This design comes from an exercise in tuning for small area and a short achievable clock period on the open sky130 flow, not from production work. RTL that was checked went through simulation tests only; none was proved equivalent to the original. The RTL of run 1 was laid out without a check of its function.

## flow/design.v (module list and top-level ports; edited modules follow where they fit)
// module ckv_unit: 124 lines
// module ckv_net: 646 lines
// module ckv_fold: 113 lines
module ckv_unit (
    input  wire        clk,
    input  wire        rst,
    input  wire        in_valid,
    input  wire        in_sof,
    input  wire        in_eof,
    input  wire [3:0]  in_nbytes,
    input  wire [63:0] in_data,
    input  wire [1:0]  in_alg,
    input  wire [1:0]  in_mode,
    input  wire [15:0] in_tenant,
    input  wire [15:0] in_pseq,
    input  wire [63:0] in_ctx,
    input  wire [23:0] in_dest,
    input  wire [63:0] in_expect,
    output reg         res_valid,
    output reg  [63:0] res_crc,
    output reg  [63:0] res_state,
    output reg         res_match
);
  // ...
==> flow/flow/run.sh <==
#!/bin/bash
# Standard ORFS layout (the standard.sh), with:
#  - repair_timing asked for extra setup margin, so critical paths get sized
#    (the clock and I/O constraints are unchanged);
#  - port buffers built from the smallest buffer (repair upsizes where needed).
set -euo pipefail
bash standard.sh SETUP_SLACK_MARGIN=23.5 "BUFFER_PORTS_ARGS=-buffer_cell sky130_fd_sc_hd__buf_1" finish > standard_make.log 2>&1
==> flow/standard.sh <==
#!/bin/bash
# synth_recipe.tcl (not shown) runs the flow's synth.tcl, then flattens the netlist and writes it again
# the make line also repeats each setting of config.mk as NAME=value (left out here)
make -C /OpenROAD-flow-scripts/flow DESIGN_CONFIG=/design/flow/config.mk WORK_HOME=/design/flow/orfs CLKGATE_MAP_FILE= SYNTH_SCRIPT=/design/flow/synth_recipe.tcl "${@:-finish}"
==> flow/config.mk <==
export PLATFORM = sky130hd
export DESIGN_NAME = ckv_unit
export DESIGN_NICKNAME = ckv_unit
export VERILOG_FILES = /design/flow/design.v
export SDC_FILE = /design/flow/constraint.sdc
export NUM_CORES = 4
export LEC_CHECK = 0
export CAP_MARGIN = 20
export CORE_MARGIN = 2
export CORE_UTILIZATION = 60
export PLACE_DENSITY = 0.75
export SLEW_MARGIN = 20
export SYNTH_HIERARCHICAL = 1
==> flow/constraint.sdc <==
create_clock -name core_clock -period 30.0 [get_ports {clk}]
set_input_delay 6.0000 -clock core_clock [delete_from_list [all_inputs] [get_ports {clk}]]
set_output_delay 6.0000 -clock core_clock [all_outputs]
set_load 0.01 [all_outputs]
==> results.py, run 1 <==
metrics = {
    "outcome": {
        "outcome": "finished clean",
    },
    "critical_path": {
        "critical_path.n_buffers_inverters": 1,
        "cp_data_required_time_ps": 30490,
        "cp_max_fo": 14,
        "cp_capture_type": "flip-flop",
    },
    "synthesis": {
        "yosys.area.top_type": "sky130_fd_sc_hd__xnor2_1",
        "mappedNetlistNets": 4257,
        "dominantRegCellSynth": "sky130_fd_sc_hd__dfxtp_1",
        "yosys_warnings": 7,
        "ranking_of_synthesized_cells_by_instance_count": "sky130_fd_sc_hd__xnor2_1, sky130_fd_sc_hd__xor2_1, sky130_fd_sc_hd__dfxtp_1",
        "synth-adder-area-share": 0.000605,
        "synth_most_common_cell": "sky130_fd_sc_hd__xnor2_1",
    },
    "placement": {
        "placement.io_buffers": 390,
        "place_congestion": 1.21,
    },
    "sta": {
        "slew_violations": 0,
        "tightest_slew_ps": 1280,
    },
    "die": {
        "die_area_um2": 71000,
        "num_tap_cells": 882,
        "design.core.area_um2": 68500,
        "standard_cell_rows": 96,
    },
    "global_route": {
        "overflow": 0,
        "grt_max_degree": 108,
    },
    "clocking": {
        "clk_path_buf_depth": 3,
    },
    "layout": {
        "final_layout_size_suffix_gt1_frac": 0.193,
        "n_all_inverters": 18,
    },
    "routing": {
        "dr_wl_met2_mm": 87.6,
        "drt-pass1-iter-count": 17,
    },
}
==> module ckv_unit, before the edit <==
module ckv_unit (
    input  wire        clk,
    input  wire        rst,
    input  wire        in_valid,
    input  wire        in_sof,
    input  wire        in_eof,
    input  wire [3:0]  in_nbytes,
    input  wire [63:0] in_data,
    input  wire [1:0]  in_alg,
    input  wire [1:0]  in_mode,
    input  wire [15:0] in_tenant,
    input  wire [15:0] in_pseq,
    input  wire [63:0] in_ctx,
    input  wire [23:0] in_dest,
    input  wire [63:0] in_expect,
    output reg         res_valid,
    output reg  [63:0] res_crc,
    output reg  [63:0] res_state,
    output reg         res_match
);
    reg  [1:0] alg_q;    
    reg        pcw_q;    
    wire       pcw_i = (in_mode == 2'd1);
    wire       res_i = (in_mode == 2'd2);
    wire [1:0] alg_i = pcw_i ? 2'd0 : in_alg;
    wire [1:0] alg_b = in_sof ? alg_i : alg_q;      
    reg [63:0] bmask;
    integer b;
    always @(*) begin
        for (b = 0; b < 8; b = b + 1)
            bmask[8*b +: 8] = (b < in_nbytes) ? 8'hFF : 8'h00;
    end
    wire        ctx_lo  = in_sof & res_i & (alg_i != 2'd2);
    wire        ctx_sw  = in_sof & res_i & (alg_i == 2'd2);
    wire        ctx_hi  = in_sof & res_i & (alg_i == 2'd3);
    wire        ctx_mid = ctx_lo;
    wire        tp_on   = in_sof & pcw_i;
    wire [63:0] start_v = {in_ctx[63:32] & {32{ctx_hi}},
                           (in_ctx[31:16] & {16{ctx_mid}}) ^ (in_tenant & {16{tp_on}}),
                           (in_ctx[15:0] & {16{ctx_lo}}) ^ ({in_ctx[7:0], in_ctx[15:8]} & {16{ctx_sw}})
                               ^ (in_pseq & {16{tp_on}})};
    wire [63:0] x_in = (in_data & bmask) ^ start_v;
    wire [3:0]  k_in = 4'd8 - in_nbytes;
    reg        v_r, sof_r, eof_r;
    reg        kone_r;    
    reg [2:0]  k_a, k_b, k_c;    
    reg [63:0] x_r;
    reg [23:0] dest_r;
    reg [63:0] exp_r;
    reg [3:0]  sel_r;     
    reg        pcw_r;     
    reg        sw_r;      
    reg        st_r;      
    always @(posedge clk) begin
        v_r    <= in_valid & ~rst;
        sof_r  <= in_sof;
        eof_r  <= in_eof;
        kone_r <= in_sof & (pcw_i | (~res_i & (alg_i != 2'd2)));
        k_a    <= k_in[2:0];
        k_b    <= k_in[2:0];
        k_c    <= k_in[2:0];
        x_r    <= x_in;
        dest_r <= in_dest;
        exp_r  <= in_expect;
        sel_r  <= 4'b0001 << alg_b;
        pcw_r  <= in_sof ? pcw_i : pcw_q;
        sw_r   <= ~in_sof & (alg_q == 2'd2);
        st_r   <= ~in_sof & (alg_q != 2'd2);
        if (in_valid && in_sof) begin
            alg_q <= alg_i;
            pcw_q <= pcw_i;
        end
    end
    reg  [63:0] crc_q;   
    wire [63:0] kconst = {{32{kone_r & sel_r[3]}}, {32{kone_r}}};
    wire [63:0] s = (crc_q & {64{st_r}})
                  ^ ({48'd0, crc_q[7:0], crc_q[15:8]} & {64{sw_r}})
                  ^ kconst;
    wire [63:0] x = x_r ^ s;
    wire [71:0]  z1 = k_a[0] ? {x, 8'd0} : {8'd0, x};
    wire [87:0]  z2 = k_b[1] ? {z1, 16'd0} : {16'd0, z1};
    wire [119:0] z3 = k_c[2] ? {z2, 32'd0} : {32'd0, z2};
    wire [63:0]  w = z3[63:0];
    wire [63:0]  h = {8'd0, z3[119:64]};
    wire [31:0] c0;
    wire [31:0] c1;
    wire [15:0] c2;
    wire [63:0] c3;
    ckv_net u_net (.w(w), .c0(c0), .c1(c1), .c2(c2), .c3(c3));
    wire [63:0] m = ({32'd0, c0} & {64{sel_r[0]}})
                  | ({32'd0, c1} & {64{sel_r[1]}})
                  | ({48'd0, c2} & {64{sel_r[2]}})
                  | (c3 & {64{sel_r[3]}});
    wire [63:0] hx = sel_r[2] ? {48'd0, h[7:0], h[15:8]} : h;
    wire [63:0] next = m ^ hx;
    reg        e2;        
    reg [23:0] dest2;
    reg [63:0] exp2;
    reg        pcw2;
    reg        w16_2, w64_2;
    always @(posedge clk) begin
        if (v_r)
            crc_q <= next;
        e2    <= v_r & eof_r & ~rst;
        dest2 <= dest_r;
        exp2  <= exp_r;
        pcw2  <= pcw_r;
        w16_2 <= sel_r[2];
        w64_2 <= sel_r[3];
    end
    wire [31:0] fv = crc_q[31:0] ^ {8'd0, dest2};
    wire [31:0] f;
    ckv_fold u_fold (.fv(fv), .f(f));
    wire [63:0] mask = w16_2 ? 64'h0000_0000_0000_FFFF :
                       w64_2 ? 64'hFFFF_FFFF_FFFF_FFFF : 64'h0000_0000_FFFF_FFFF;
    wire [63:0] final_crc = pcw2  ? {32'd0, ~f} :
                            w16_2 ? crc_q : (crc_q ^ mask);
    always @(posedge clk) begin
        res_valid <= e2 & ~rst;
        res_state <= crc_q;
        res_crc   <= final_crc;
        res_match <= (final_crc == (exp2 & mask));
    end
endmodule
==> inputs of run 2 (changes only) <==
--- a/flow/design.v
+++ b/flow/design.v
@@ -78,7 +78,6 @@
                   ^ kconst;
     wire [63:0] x = x_r ^ s;
-    wire [71:0]  z1 = k_a[0] ? {x, 8'd0} : {8'd0, x};
-    wire [87:0]  z2 = k_b[1] ? {z1, 16'd0} : {16'd0, z1};
-    wire [119:0] z3 = k_c[2] ? {z2, 32'd0} : {32'd0, z2};
+    wire [119:0] z3;
+    ckv_funnel u_fun (.x(x), .ka(k_a[0]), .kb(k_b[1]), .kc(k_c[2]), .z3(z3));
     wire [63:0]  w = z3[63:0];
     wire [63:0]  h = {8'd0, z3[119:64]};
@@ -123,4 +122,13 @@
     end
 endmodule
+module ckv_funnel (
+    input  wire [63:0]  x,
+    input  wire         ka, kb, kc,
+    output wire [119:0] z3
+);
+    wire [71:0]  z1 = ka ? {x, 8'd0} : {8'd0, x};
+    wire [87:0]  z2 = kb ? {z1, 16'd0} : {16'd0, z1};
+    assign z3 = kc ? {z2, 32'd0} : {32'd0, z2};
+endmodule
 module ckv_net (
     input  wire [63:0] w,
--- a/flow/config.mk
+++ b/flow/config.mk
@@ -6,8 +6,9 @@
 export NUM_CORES = 4
 export LEC_CHECK = 0
-export CAP_MARGIN = 20
+export CAP_MARGIN = 5
 export CORE_MARGIN = 2
-export CORE_UTILIZATION = 60
-export PLACE_DENSITY = 0.75
-export SLEW_MARGIN = 20
+export CORE_UTILIZATION = 40
+export CTS_CLUSTER_DIAMETER = 80
+export CTS_CLUSTER_SIZE = 30
+export SLEW_MARGIN = 5
 export SYNTH_HIERARCHICAL = 1
==> run 2 against run 1 <==
First-iteration DRC count is 49% lower. Critical path depth down 3. Register-to-register slack gained 430 ps. Setup slack improved by 290 ps. Wire length fell by 0.71%. Sequential share of layout area is 0.87 points higher. Non-clock buffer count increased by 19. Global-route usage decreased by 17 points. Critical endpoint is now res_state[13]. Largest cell class unchanged. Fmax rose by 4.1%. Still clean on timing, DRC and antenna.
==> results.py, run 2 <==
metrics = {
    "synthesis": {
        "yosys.area.top_type": "sky130_fd_sc_hd__xnor2_1",
        "ys_async_sr_fraction": 0,
        "synth_seq_area_share": 0.243,
        "synth_most_common_cell": "sky130_fd_sc_hd__xnor2_1",
        "ranking_of_synthesized_cells_by_instance_count": "sky130_fd_sc_hd__xnor2_1, sky130_fd_sc_hd__xor2_1, sky130_fd_sc_hd__dfxtp_1",
        "ys_seq_elements": 454,
        "mappedNetlistNets": 4072,
        "dominantRegCellSynth": "sky130_fd_sc_hd__dfxtp_1",
        "count_of_flip_flops_with_a_built_in_enable_after_synthesis": 67,
        "cell_area_after_technology_mapping_um2": 40200,
        "yosys_warnings": 7,
        "netlist_instances": 3809,
        "synth.distinct_cells": 74,
        "syn_area_per_cell_um2": 10.6,
        "proportion_of_netlist_area_held_by_the_largest_area_contributor": 0.285,
        "top_area_cells_in_the_synthesized_netlist": "sky130_fd_sc_hd__xnor2_1, sky130_fd_sc_hd__dfxtp_1, sky130_fd_sc_hd__xnor3_1",
    },
    "layout": {
        "area.growth.synth_to_final_pct": 16.3,
        "final_common_cell": "sky130_fd_sc_hd__xnor2_1",
        "final_cell_area_um2": 46800,
        "most-common-layout-cells": "sky130_fd_sc_hd__xnor2_1, sky130_fd_sc_hd__xor2_1, sky130_fd_sc_hd__dfxtp_1",
        "finalNetCount": 4495,
        "final_layout_size_suffix_gt1_frac": 0.186,
        "final_util": 0.468,
        "number_of_non_filler_instances_in_the_completed_layout": 5556,
    },
    "critical_path": {
        "critical_path.slowest_cell": "sky130_fd_sc_hd__dfxtp_2",
        "cp_cell_sequence": "buf_6",
        "timing.critical_path.from_type": "flip-flop",
        "cp_data_arrival_time_ps": 1070,
        "cp_top_family": "flip-flops",
        "critical_path.max_stage_delay_ps": 370,
        "critical_path.n_buffers_inverters": 1,
        "cp_max_fo": 1,
        "cp_capture_type": "primary output",
        "cp_data_required_time_ps": 24000,
        "criticalPathCategory": "flip-flop to primary output",
    },
    "clocking": {
        "cts.sink_count": 454,
        "clkLatencyLatePin_ps": 610,
        "clk_pin_slew_ps": 110,
        "cts.htree.levels": 1,
        "cts.hold.buffers_added": 0,
        "cts_made_buffers": 23,
        "clk_path_buf_depth": 3,
        "tritoncts_clock_tree": "done",
        "cts_root_buf": "sky130_fd_sc_hd__clkbuf_16",
    },
    "placement": {
        "place_congestion": 1.07,
        "placed_cell_area_um2": 44200,
        "place_inst": 5475,
        "post-place-ws_ps": 21810,
        "placement.io_buffers": 390,
        "detailedPlacementHpwl_mm": 178,
    },
    "sta": {
        "finalSetupTns_ps": 0,
        "slew_violations": 0,
        "period_minus_slack_ps": 7070,
        "setup_viol": 0,
        "finalClockSkew_ps": 42.3,
        "final_critical_path_setup_slack_ps": 22930,
        "report.final.hold_viol_count": 0,
        "max_freq_ghz": 0.141,
        "setup_repair_after_global_routing_missed_its_margin": "yes",
        "tightest_slew_ps": 1390,
        "timing.final.crit_share": 0.236,
        "slew_headroom": 0.0712,
    },
    "global_route": {
        "grt_pass1_vias": 30600,
        "grt_first_pass_wirelength_mm": 293,
        "antenna_found_initial": 15,
        "grt_overall_usage": 0.431,
        "overflow": 0,
        "grt_max_degree": 72,
    },
    "die": {
        "num_io_pins": 391,
        "start_util": 0.403,
        "fp.dieW_um": 321,
        "design.core.area_um2": 99900,
        "die_area_um2": 103000,
        "die_height_um": 321,
        "standard_cell_rows": 116,
    },
    "routing": {
        "detail-route-antenna-nets": 0,
        "initialDrtViolationCount": 4440,
        "via_per_inst": 5.74,
        "finalWirelength_mm": 227,
        "detailroute.via_count": 31900,
        "routed_wire_length_per_instance_um": 40.9,
        "drc_errors": 0,
        "drt-pass1-iter-count": 9,
    },
    "hold_path": {
        "hold_path_class": "flip-flop to flip-flop",
    },
    "outcome": {
        "outcome": "finished clean",
    },
    "job": {
        "maxCapViolations": 0,
    },
}
## run 2: changes by cell type in the layout (fill, tap and decap cells not counted), moves of 17 or more
| cell | change |
|---|---|
| sky130_fd_sc_hd__buf_4 | +29 |
| sky130_fd_sc_hd__clkbuf_16 | -30 |
| sky130_fd_sc_hd__mux2i_1 | +50 |
| sky130_fd_sc_hd__nand2_4 | -27 |
| sky130_fd_sc_hd__nor2_1 | -61 |
| sky130_fd_sc_hd__nor2b_1 | +47 |
| sky130_fd_sc_hd__o211ai_1 | -27 |
| sky130_fd_sc_hd__o21ai_0 | -46 |
| sky130_fd_sc_hd__or3_1 | -17 |
| sky130_fd_sc_hd__xnor2_1 | +97 |
| sky130_fd_sc_hd__xnor3_1 | -39 |
## run 2: path summary, 6_finish.rpt
path / start / end / slack [ps] / depth (start not counted)
worst max-delay path: res_state[13] / res_state[13] / 22930 / 1
worst max register to register: kone_r / crc_q[56] / 23370 / 15
worst min register to register: dest_r[17] / dest2[17] / 320 / 0
worst min-delay path: dest_r[17] / dest2[17] / 320 / 0
## run 2: per-module statistics from Yosys (local to each module, per instance)
module / area (um2) / copies in the design
ckv_fold: 2430 / 1
ckv_net: 17600 / 1
ckv_funnel: 2460 / 1
ckv_unit: 17700 / 1
## run 2: cell type report
class	instances	area, um2
Fill cell	9507	53100
Multi-Input combinational cell	3109	30300
Sequential cell	454	9880
Timing Repair Buffer	622	4070
Tap cell	1298	1620
Clock buffer	26	587
Clock inverter	11	205
Inverter	22	97.6
Antenna cell	14	35.0
## run 2: cells by family after synthesis
logic type,share of synthesized area
AO/OA/AOI/OAI,0.0408
XOR/XNOR,0.575
adder cells (fa/ha/maj),0.000622
buffers and inverters,0.0315
flip-flops,0.243
multiplexers,0.0408
AND/OR/NAND/NOR,0.0686
## run 2: timing repair
action / CTS / global route
resized for setup: 367 / 78
buffers inserted: 23 / 3
gates cloned: 3 / 1
pin swaps: 51 / 45
hold endpoints to repair: 0 / 0
setup endpoints to repair: 210 / 210
## run 2: through the flow
step                hold slack (ps)
global route                    323
floorplan                       310
global placement                310
finish                          318
CTS                             316
detailed placement              312
## run 2: metal layers
metal | share of wire | wire (um) | GRT usage | vias up
met5 | 0.00013 | 29 | 0 | -
met4 | 0.11 | 24600 | 0.364 | 4
met3 | 0.097 | 22000 | 0.106 | 745
met2 | 0.43 | 96600 | 0.652 | 2160
met1 | 0.37 | 84000 | 0.515 | 15800
li1 | - | - | - | 13200
==> inputs of run 3 (changes only) <==
--- a/flow/design.v
+++ b/flow/design.v
@@ -50,5 +50,4 @@
     reg [3:0]  sel_r;     
     reg        pcw_r;     
-    reg        sw_r;      
     reg        st_r;      
     always @(posedge clk) begin
@@ -65,6 +64,5 @@
         sel_r  <= 4'b0001 << alg_b;
         pcw_r  <= in_sof ? pcw_i : pcw_q;
-        sw_r   <= ~in_sof & (alg_q == 2'd2);
-        st_r   <= ~in_sof & (alg_q != 2'd2);
+        st_r   <= ~in_sof;
         if (in_valid && in_sof) begin
             alg_q <= alg_i;
@@ -74,7 +72,5 @@
     reg  [63:0] crc_q;   
     wire [63:0] kconst = {{32{kone_r & sel_r[3]}}, {32{kone_r}}};
-    wire [63:0] s = (crc_q & {64{st_r}})
-                  ^ ({48'd0, crc_q[7:0], crc_q[15:8]} & {64{sw_r}})
-                  ^ kconst;
+    wire [63:0] s = (crc_q & {64{st_r}}) | kconst;
     wire [63:0] x = x_r ^ s;
     wire [119:0] z3;
@@ -89,8 +85,7 @@
     wire [63:0] m = ({32'd0, c0} & {64{sel_r[0]}})
                   | ({32'd0, c1} & {64{sel_r[1]}})
-                  | ({48'd0, c2} & {64{sel_r[2]}})
+                  | ({48'd0, c2[7:0], c2[15:8]} & {64{sel_r[2]}})
                   | (c3 & {64{sel_r[3]}});
-    wire [63:0] hx = sel_r[2] ? {48'd0, h[7:0], h[15:8]} : h;
-    wire [63:0] next = m ^ hx;
+    wire [63:0] next = m ^ h;
     reg        e2;        
     reg [23:0] dest2;
@@ -108,5 +103,6 @@
         w64_2 <= sel_r[3];
     end
-    wire [31:0] fv = crc_q[31:0] ^ {8'd0, dest2};
+    wire [63:0] crc_u = w16_2 ? {48'd0, crc_q[7:0], crc_q[15:8]} : crc_q;
+    wire [31:0] fv = crc_u[31:0] ^ {8'd0, dest2};
     wire [31:0] f;
     ckv_fold u_fold (.fv(fv), .f(f));
@@ -114,8 +110,8 @@
                        w64_2 ? 64'hFFFF_FFFF_FFFF_FFFF : 64'h0000_0000_FFFF_FFFF;
     wire [63:0] final_crc = pcw2  ? {32'd0, ~f} :
-                            w16_2 ? crc_q : (crc_q ^ mask);
+                            w16_2 ? crc_u : (crc_u ^ mask);
     always @(posedge clk) begin
         res_valid <= e2 & ~rst;
-        res_state <= crc_q;
+        res_state <= crc_u;
         res_crc   <= final_crc;
         res_match <= (final_crc == (exp2 & mask));
--- a/flow/config.mk
+++ b/flow/config.mk
@@ -6,9 +6,7 @@
 export NUM_CORES = 4
 export LEC_CHECK = 0
-export CAP_MARGIN = 5
+export CAP_MARGIN = 30
 export CORE_MARGIN = 2
 export CORE_UTILIZATION = 40
-export CTS_CLUSTER_DIAMETER = 80
-export CTS_CLUSTER_SIZE = 30
-export SLEW_MARGIN = 5
+export SLEW_MARGIN = 30
 export SYNTH_HIERARCHICAL = 1
==> run 3 against run 2 <==
Setup slack better by 19 ps. Clock-buffer cell count increased by 40. Critical path type unchanged. Still clean on timing, DRC and antenna. Sequential cell count decreased by 1. Largest cell class unchanged.
==> results.py, run 3 <==
metrics = {
    "outcome": {
        "outcome": "finished clean",
    },
    "die": {
        "start_util": 0.402,
        "die_height_um": 318,
        "fp.dieW_um": 318,
        "num_io_pins": 391,
        "die_area_um2": 101000,
        "standard_cell_rows": 115,
        "design.core.area_um2": 98000,
    },
    "synthesis": {
        "dominantRegCellSynth": "sky130_fd_sc_hd__dfxtp_1",
        "synth_simple_gate_area_share": 0.0611,
        "synth_mux_area_frac": 0.0414,
        "synth-compound-area-share": 0.0556,
        "synth_top_family_by_area": "XOR/XNOR gates",
        "synth_most_common_cell": "sky130_fd_sc_hd__xnor2_1",
        "synth.distinct_cells": 81,
        "synth-adder-area-share": 0.000636,
        "mappedNetlistNets": 3961,
        "cell_area_after_technology_mapping_um2": 39400,
        "count_of_flip_flops_with_a_built_in_enable_after_synthesis": 67,
        "netlist_instances": 3698,
        "synth_seq_area_share": 0.247,
        "yosys_warnings": 7,
        "ys_seq_elements": 453,
        "post_synth_xor_area_fraction": 0.562,
        "yosys.area.top_type": "sky130_fd_sc_hd__xnor2_1",
        "syn_area_per_cell_um2": 10.6,
        "proportion_of_netlist_area_held_by_the_largest_area_contributor": 0.275,
        "ranking_of_synthesized_cells_by_instance_count": "sky130_fd_sc_hd__xnor2_1, sky130_fd_sc_hd__xor2_1, sky130_fd_sc_hd__dfxtp_1",
        "ys_async_sr_fraction": 0,
        "top_area_cells_in_the_synthesized_netlist": "sky130_fd_sc_hd__xnor2_1, sky130_fd_sc_hd__dfxtp_1, sky130_fd_sc_hd__xnor3_1",
    },
    "placement": {
        "detailedPlacementHpwl_mm": 172,
        "placement.io_buffers": 390,
        "place_congestion": 1.10,
    },
    "routing": {
        "routed_wire_length_per_instance_um": 40.6,
        "initialDrtViolationCount": 4599,
        "finalWirelength_mm": 222,
        "drt-pass1-iter-count": 6,
        "detailroute.via_count": 31600,
        "via_per_inst": 5.78,
        "drc_errors": 0,
        "detail-route-antenna-nets": 0,
    },
    "sta": {
        "timing.final.crit_share": 0.235,
        "setup_repair_after_global_routing_missed_its_margin": "yes",
        "finalClockSkew_ps": 30.5,
        "tightest_slew_ps": 1290,
        "whs_ps": 313,
        "max_freq_ghz": 0.142,
        "period_minus_slack_ps": 7050,
        "slew_headroom": 0.137,
        "finalSetupTns_ps": 0,
        "report.final.hold_viol_count": 0,
        "setup_viol": 0,
        "slew_violations": 0,
    },
    "global_route": {
        "grt_overall_usage": 0.427,
        "overflow": 0,
        "grt_pass1_vias": 30200,
        "grt_max_degree": 79,
        "antenna_found_initial": 9,
        "grt_first_pass_wirelength_mm": 288,
    },
    "clocking": {
        "cts.sink_count": 453,
        "clk_path_buf_depth": 3,
        "cts.htree.levels": 2,
        "clkLatencyLatePin_ps": 600,
        "tritoncts_clock_tree": "done",
        "cts.hold.buffers_added": 0,
        "clk_pin_slew_ps": 70,
        "cts_root_buf": "sky130_fd_sc_hd__clkbuf_16",
        "cts_made_buffers": 46,
    },
    "layout": {
        "finalNetCount": 4398,
        "most-common-layout-cells": "sky130_fd_sc_hd__xnor2_1, sky130_fd_sc_hd__xor2_1, sky130_fd_sc_hd__dfxtp_1",
        "final_common_cell": "sky130_fd_sc_hd__xnor2_1",
        "final_layout_size_suffix_gt1_frac": 0.208,
        "filler_cell_count": 9129,
        "area.growth.synth_to_final_pct": 19.4,
    },
    "critical_path": {
        "critical_path.max_stage_delay_ps": 360,
        "cp_capture_type": "primary output",
        "critical_path.slowest_cell": "sky130_fd_sc_hd__dfxtp_2",
        "critical_path.n_buffers_inverters": 1,
        "cp_top_family": "flip-flops",
        "cp_data_required_time_ps": 24000,
        "cp_max_fo": 1,
        "timing.critical_path.from_type": "flip-flop",
        "criticalPathCategory": "flip-flop to primary output",
        "cp_cell_sequence": "buf_6",
        "cp_data_arrival_time_ps": 1050,
    },
    "job": {
        "maxCapViolations": 0,
    },
    "hold_path": {
        "hold_path_class": "flip-flop to flip-flop",
    },
}
## run 3: final timing paths
kind              cells past startpoint  slack, ps         start            to
setup / recovery                      1      22950  res_state[9]  res_state[9]
hold / removal                        0        310     dest_r[3]      dest2[3]
setup reg to reg                     15      23280          st_r     crc_q[31]
hold reg to reg                       0        310     dest_r[3]      dest2[3]
## run 3: repair_timing
action	CTS	global route
endpoints found under the setup margin	203	201
gates resized for setup	293	115
cloned	6	2
setup buffers	16	13
pin swaps	31	18
## run 3: layer usage
metal	wire length, um	part of all wire	track usage	vias to the layer above
li1	-	-	-	13000
met1	83300	0.38	0.522	15600
met2	95000	0.43	0.646	2261
met3	23700	0.11	0.116	648
met4	19800	0.089	0.312	4
met5	30	0.00014	0	-
## run 3: per-stage QoR
stage / area, um2 / std cells / setup slack (ps) / utilization
after floorplan: 39800 / 3698 / 22810 / -
after global placement: 43400 / 5328 / 21690 / 0.442
after detailed placement: 43600 / 5336 / 21970 / 0.445
after CTS: 46300 / 5442 / 22930 / 0.473
after global routing: 47000 / 5458 / 22930 / 0.480
final: 47000 / 5460 / 22950 / 0.480
## run 3: modules after synthesis (local to each module, per instance)
| module | cells inside | area, um2 |
|---|---|---|
| ckv_unit | 1564 | 16800 |
| ckv_net | 1606 | 17600 |
| ckv_funnel | 313 | 2460 |
| ckv_fold | 215 | 2430 |
## run 3: cells by family (layout without fill, tap and decap cells)
group	Yosys count	in the layout
xor gates and xnor gates	2012	2012
and+or+nand+nor	507	508
DFF	453	453
AOI/OAI and AO/OA	325	325
buffers and inverters	247	719
muxes	152	152
adders and majority gates	2	2
other	0	2
## run 3: cell type report
class,instances,area (um2),share of cell area
clock inverters,18,245,0.00522
clock buffers,66,1330,0.0283
inverters,19,103,0.00218
diodes,2,5.00,0.000106
repair buffers,616,4120,0.0876
well taps,1287,1610,0.0342
flip-flops and latches,453,9860,0.210
multi-input cells,2999,29800,0.633
==> inputs of run 4 (changes only) <==
--- a/flow/config.mk
+++ b/flow/config.mk
@@ -6,7 +6,7 @@
 export NUM_CORES = 4
 export LEC_CHECK = 0
-export CAP_MARGIN = 30
+export CAP_MARGIN = 20
 export CORE_MARGIN = 2
 export CORE_UTILIZATION = 40
-export SLEW_MARGIN = 30
+export SLEW_MARGIN = 20
 export SYNTH_HIERARCHICAL = 1
==> run 4 against run 3 <==
Critical path depth did not move. Sequential cell count unchanged. Synthesized cell count is the same. Setup slack lost 18 ps. First-iteration DRC count is 2.6% lower. Area after synthesis unchanged. Non-clock buffer count decreased by 2. Clock-buffer cell count up 1. Register-to-register slack improved by 130 ps. Critical path type unchanged.
==> results.py, run 4 <==
metrics = {
    "sta": {
        "setup_viol": 0,
        "finalSetupTns_ps": 0,
        "slew_violations": 0,
        "finalClockSkew_ps": 26.8,
        "timing.final.crit_share": 0.236,
        "tightest_slew_ps": 1190,
        "report.final.hold_viol_count": 0,
        "max_freq_ghz": 0.141,
        "whs_ps": 319,
        "slew_headroom": 0.200,
        "setup_repair_after_global_routing_missed_its_margin": "yes",
        "period_minus_slack_ps": 7070,
    },
    "layout": {
        "finalNetCount": 4396,
        "final_common_cell": "sky130_fd_sc_hd__xnor2_1",
        "final_layout_size_suffix_gt1_frac": 0.208,
        "most-common-layout-cells": "sky130_fd_sc_hd__xnor2_1, sky130_fd_sc_hd__xor2_1, sky130_fd_sc_hd__dfxtp_1",
        "final_cell_area_um2": 47000,
        "area.growth.synth_to_final_pct": 19.4,
    },
    "routing": {
        "drt-pass1-iter-count": 6,
        "detailroute.via_count": 31700,
        "dr_wl_met2_mm": 94.3,
        "detail-route-antenna-nets": 0,
        "via_per_inst": 5.81,
        "initialDrtViolationCount": 4481,
        "finalWirelength_mm": 222,
        "drc_errors": 0,
        "maxUsedRoutingLayer": "met5",
        "routed_wire_length_per_instance_um": 40.6,
        "wl_met3_mm": 23.9,
        "m1WireLength_mm": 82.1,
    },
    "synthesis": {
        "netlist_instances": 3698,
        "mappedNetlistNets": 3961,
        "proportion_of_netlist_area_held_by_the_largest_area_contributor": 0.275,
        "yosys.area.top_type": "sky130_fd_sc_hd__xnor2_1",
        "count_of_flip_flops_with_a_built_in_enable_after_synthesis": 67,
        "synth_seq_area_share": 0.247,
        "synth.distinct_cells": 81,
        "cell_area_after_technology_mapping_um2": 39400,
        "yosys_warnings": 7,
        "ys_async_sr_fraction": 0,
        "syn_area_per_cell_um2": 10.6,
        "ys_seq_elements": 453,
        "dominantRegCellSynth": "sky130_fd_sc_hd__dfxtp_1",
        "top_area_cells_in_the_synthesized_netlist": "sky130_fd_sc_hd__xnor2_1, sky130_fd_sc_hd__dfxtp_1, sky130_fd_sc_hd__xnor3_1",
        "ranking_of_synthesized_cells_by_instance_count": "sky130_fd_sc_hd__xnor2_1, sky130_fd_sc_hd__xor2_1, sky130_fd_sc_hd__dfxtp_1",
        "synth_most_common_cell": "sky130_fd_sc_hd__xnor2_1",
    },
    "critical_path": {
        "cp_cell_sequence": "buf_6",
        "cp_max_fo": 1,
        "timing.critical_path.from_type": "flip-flop",
        "cp_capture_type": "primary output",
        "critical_path.reg2reg.startpoint": "kone_r",
        "rr_worst_depth": 17,
        "cp-startpoint": "res_crc[19]",
        "cp_data_arrival_time_ps": 1070,
        "cp_data_required_time_ps": 24000,
        "critical_path.n_buffers_inverters": 1,
        "critical_path.slowest_cell": "sky130_fd_sc_hd__dfxtp_2",
        "worstReg2RegEnd": "crc_q[7]",
        "critical_path.max_stage_delay_ps": 360,
        "cp_top_family": "flip-flops",
        "criticalPathCategory": "flip-flop to primary output",
        "setup.reg_to_reg.worst_slack_ps": 23410,
    },
    "clocking": {
        "cts.hold.buffers_added": 0,
        "cts_made_buffers": 46,
        "cts.htree.levels": 2,
        "cts.sink_count": 453,
        "clkLatencyLatePin_ps": 610,
        "tritoncts_clock_tree": "done",
        "clk_pin_slew_ps": 70,
        "clk_path_buf_depth": 3,
        "cts_root_buf": "sky130_fd_sc_hd__clkbuf_16",
    },
    "global_route": {
        "antenna_found_initial": 8,
        "grt_overall_usage": 0.429,
        "overflow": 0,
        "grt_max_degree": 79,
        "grt_pass1_vias": 30500,
        "grt_first_pass_wirelength_mm": 289,
    },
    "die": {
        "standard_cell_rows": 115,
        "start_util": 0.402,
        "die_height_um": 318,
        "design.core.area_um2": 98000,
        "die_area_um2": 101000,
        "fp.dieW_um": 318,
        "num_io_pins": 391,
    },
    "hold_path": {
        "worst_hold_startpoint": "exp_r[27]",
        "hold_path_class": "flip-flop to flip-flop",
        "worstHoldPathCells": 0,
        "worst_hold_path.endpoint": "exp2[27]",
    },
    "placement": {
        "place_congestion": 1.10,
        "placement.io_buffers": 390,
        "detailedPlacementHpwl_mm": 172,
        "placed_cell_area_um2": 43400,
    },
    "outcome": {
        "outcome": "finished clean",
    },
    "job": {
        "maxCapViolations": 0,
    },
}
[run 4: worst max path at each step]
stage / endpoint / slack (ps) / cells past startpoint
detailed placement: x_r[12] / 21970 / 7
global placement: x_r[4] / 21690 / 6
floorplan: x_r[0] / 22810 / 7
finish: res_crc[19] / 22930 / 1
CTS: res_crc[19] / 22910 / 1
global route: res_crc[19] / 22910 / 1
[run 4: what timing repair did]
action | CTS | global route
pin swaps | 16 | 26
endpoints found under the setup margin | 207 | 209
resized for setup | 301 | 112
cloned | 9 | 0
buffers inserted | 16 | 12
[run 4: cell families (layout without fill, tap and decap cells)]
kind of cell,Yosys count,in the layout,share of synthesized area
AOI/OAI and AO/OA,325,325,0.0556
muxes,152,152,0.0414
xor gates and xnor gates,2012,2012,0.562
buffers and inverters,247,719,0.0321
and+or+nand+nor,507,508,0.0611
adders and majority gates,2,2,0.000635
other,0,5,0
DFF,453,453,0.247
[run 4: Yosys stat by module (local to each module, per instance)]
module | copies in the design | cell area [um2] | flops+latches
ckv_net | 1 | 17600 | 0
ckv_unit | 1 | 16800 | 453
ckv_funnel | 1 | 2460 | 0
ckv_fold | 1 | 2430 | 0
[run 4: final cells by class]
type	instances	area [um2]
Tap cell	1287	1610
Inverter	19	103
Fill cell	9107	51000
Antenna cell	5	12.5
Clock buffer	67	1370
Multi-Input combinational cell	2999	29700
Clock inverter	19	224
Sequential cell	453	9860
Timing Repair Buffer	614	4140
[run 4: routing by layer]
layer  track usage  up-vias
met5             0        -
met4         0.335        2
met3         0.124      691
met2         0.644     2386
met1         0.515    15600
li1              -    13100
[run 4: stage by stage]
stage / instances / setup WS (ps) / util
after floorplan: 3698 / 22810 / -
after global placement: 5328 / 21690 / 0.442
after detailed placement: 5331 / 21970 / 0.443
after CTS: 5442 / 22910 / 0.472
after global routing: 5458 / 22910 / 0.480
final: 5463 / 22930 / 0.480

[port drivers added, routing unchanged]
No port has a modelled driver above. Below, the same layouts with a new extraction and two added sets of constraints.
Step 1 (the two cells are an assumption about what drives the block):
set clk [get_ports {clk}]
set_driving_cell -lib_cell sky130_fd_sc_hd__clkbuf_16 $clk
set_driving_cell -lib_cell sky130_fd_sc_hd__buf_2 [delete_from_list [all_inputs] $clk]
Step 2 also shifts input and output timing later by t, the mid clock arrival at the registers, as if the neighbouring blocks saw the same clock.
Three values: no drivers, after step 1, after step 2; two values: the first two.
run	shift t [ns]	slack for setup (ns)	pins driven straight from the clock port
run 1	0.658	22.638 / 22.653 / 22.001	1
run 2	0.655	22.928 / 22.858 / 22.509	1
run 3	0.645	22.947 / 22.886 / 22.410	1
run 4	0.661	22.929 / 22.862 / 22.448	1
After both steps setup and hold are still met in every run listed. For run 1, which loses most, drivers alone change the setup slack by +0.015 ns; drivers and shift together by -0.637 ns.
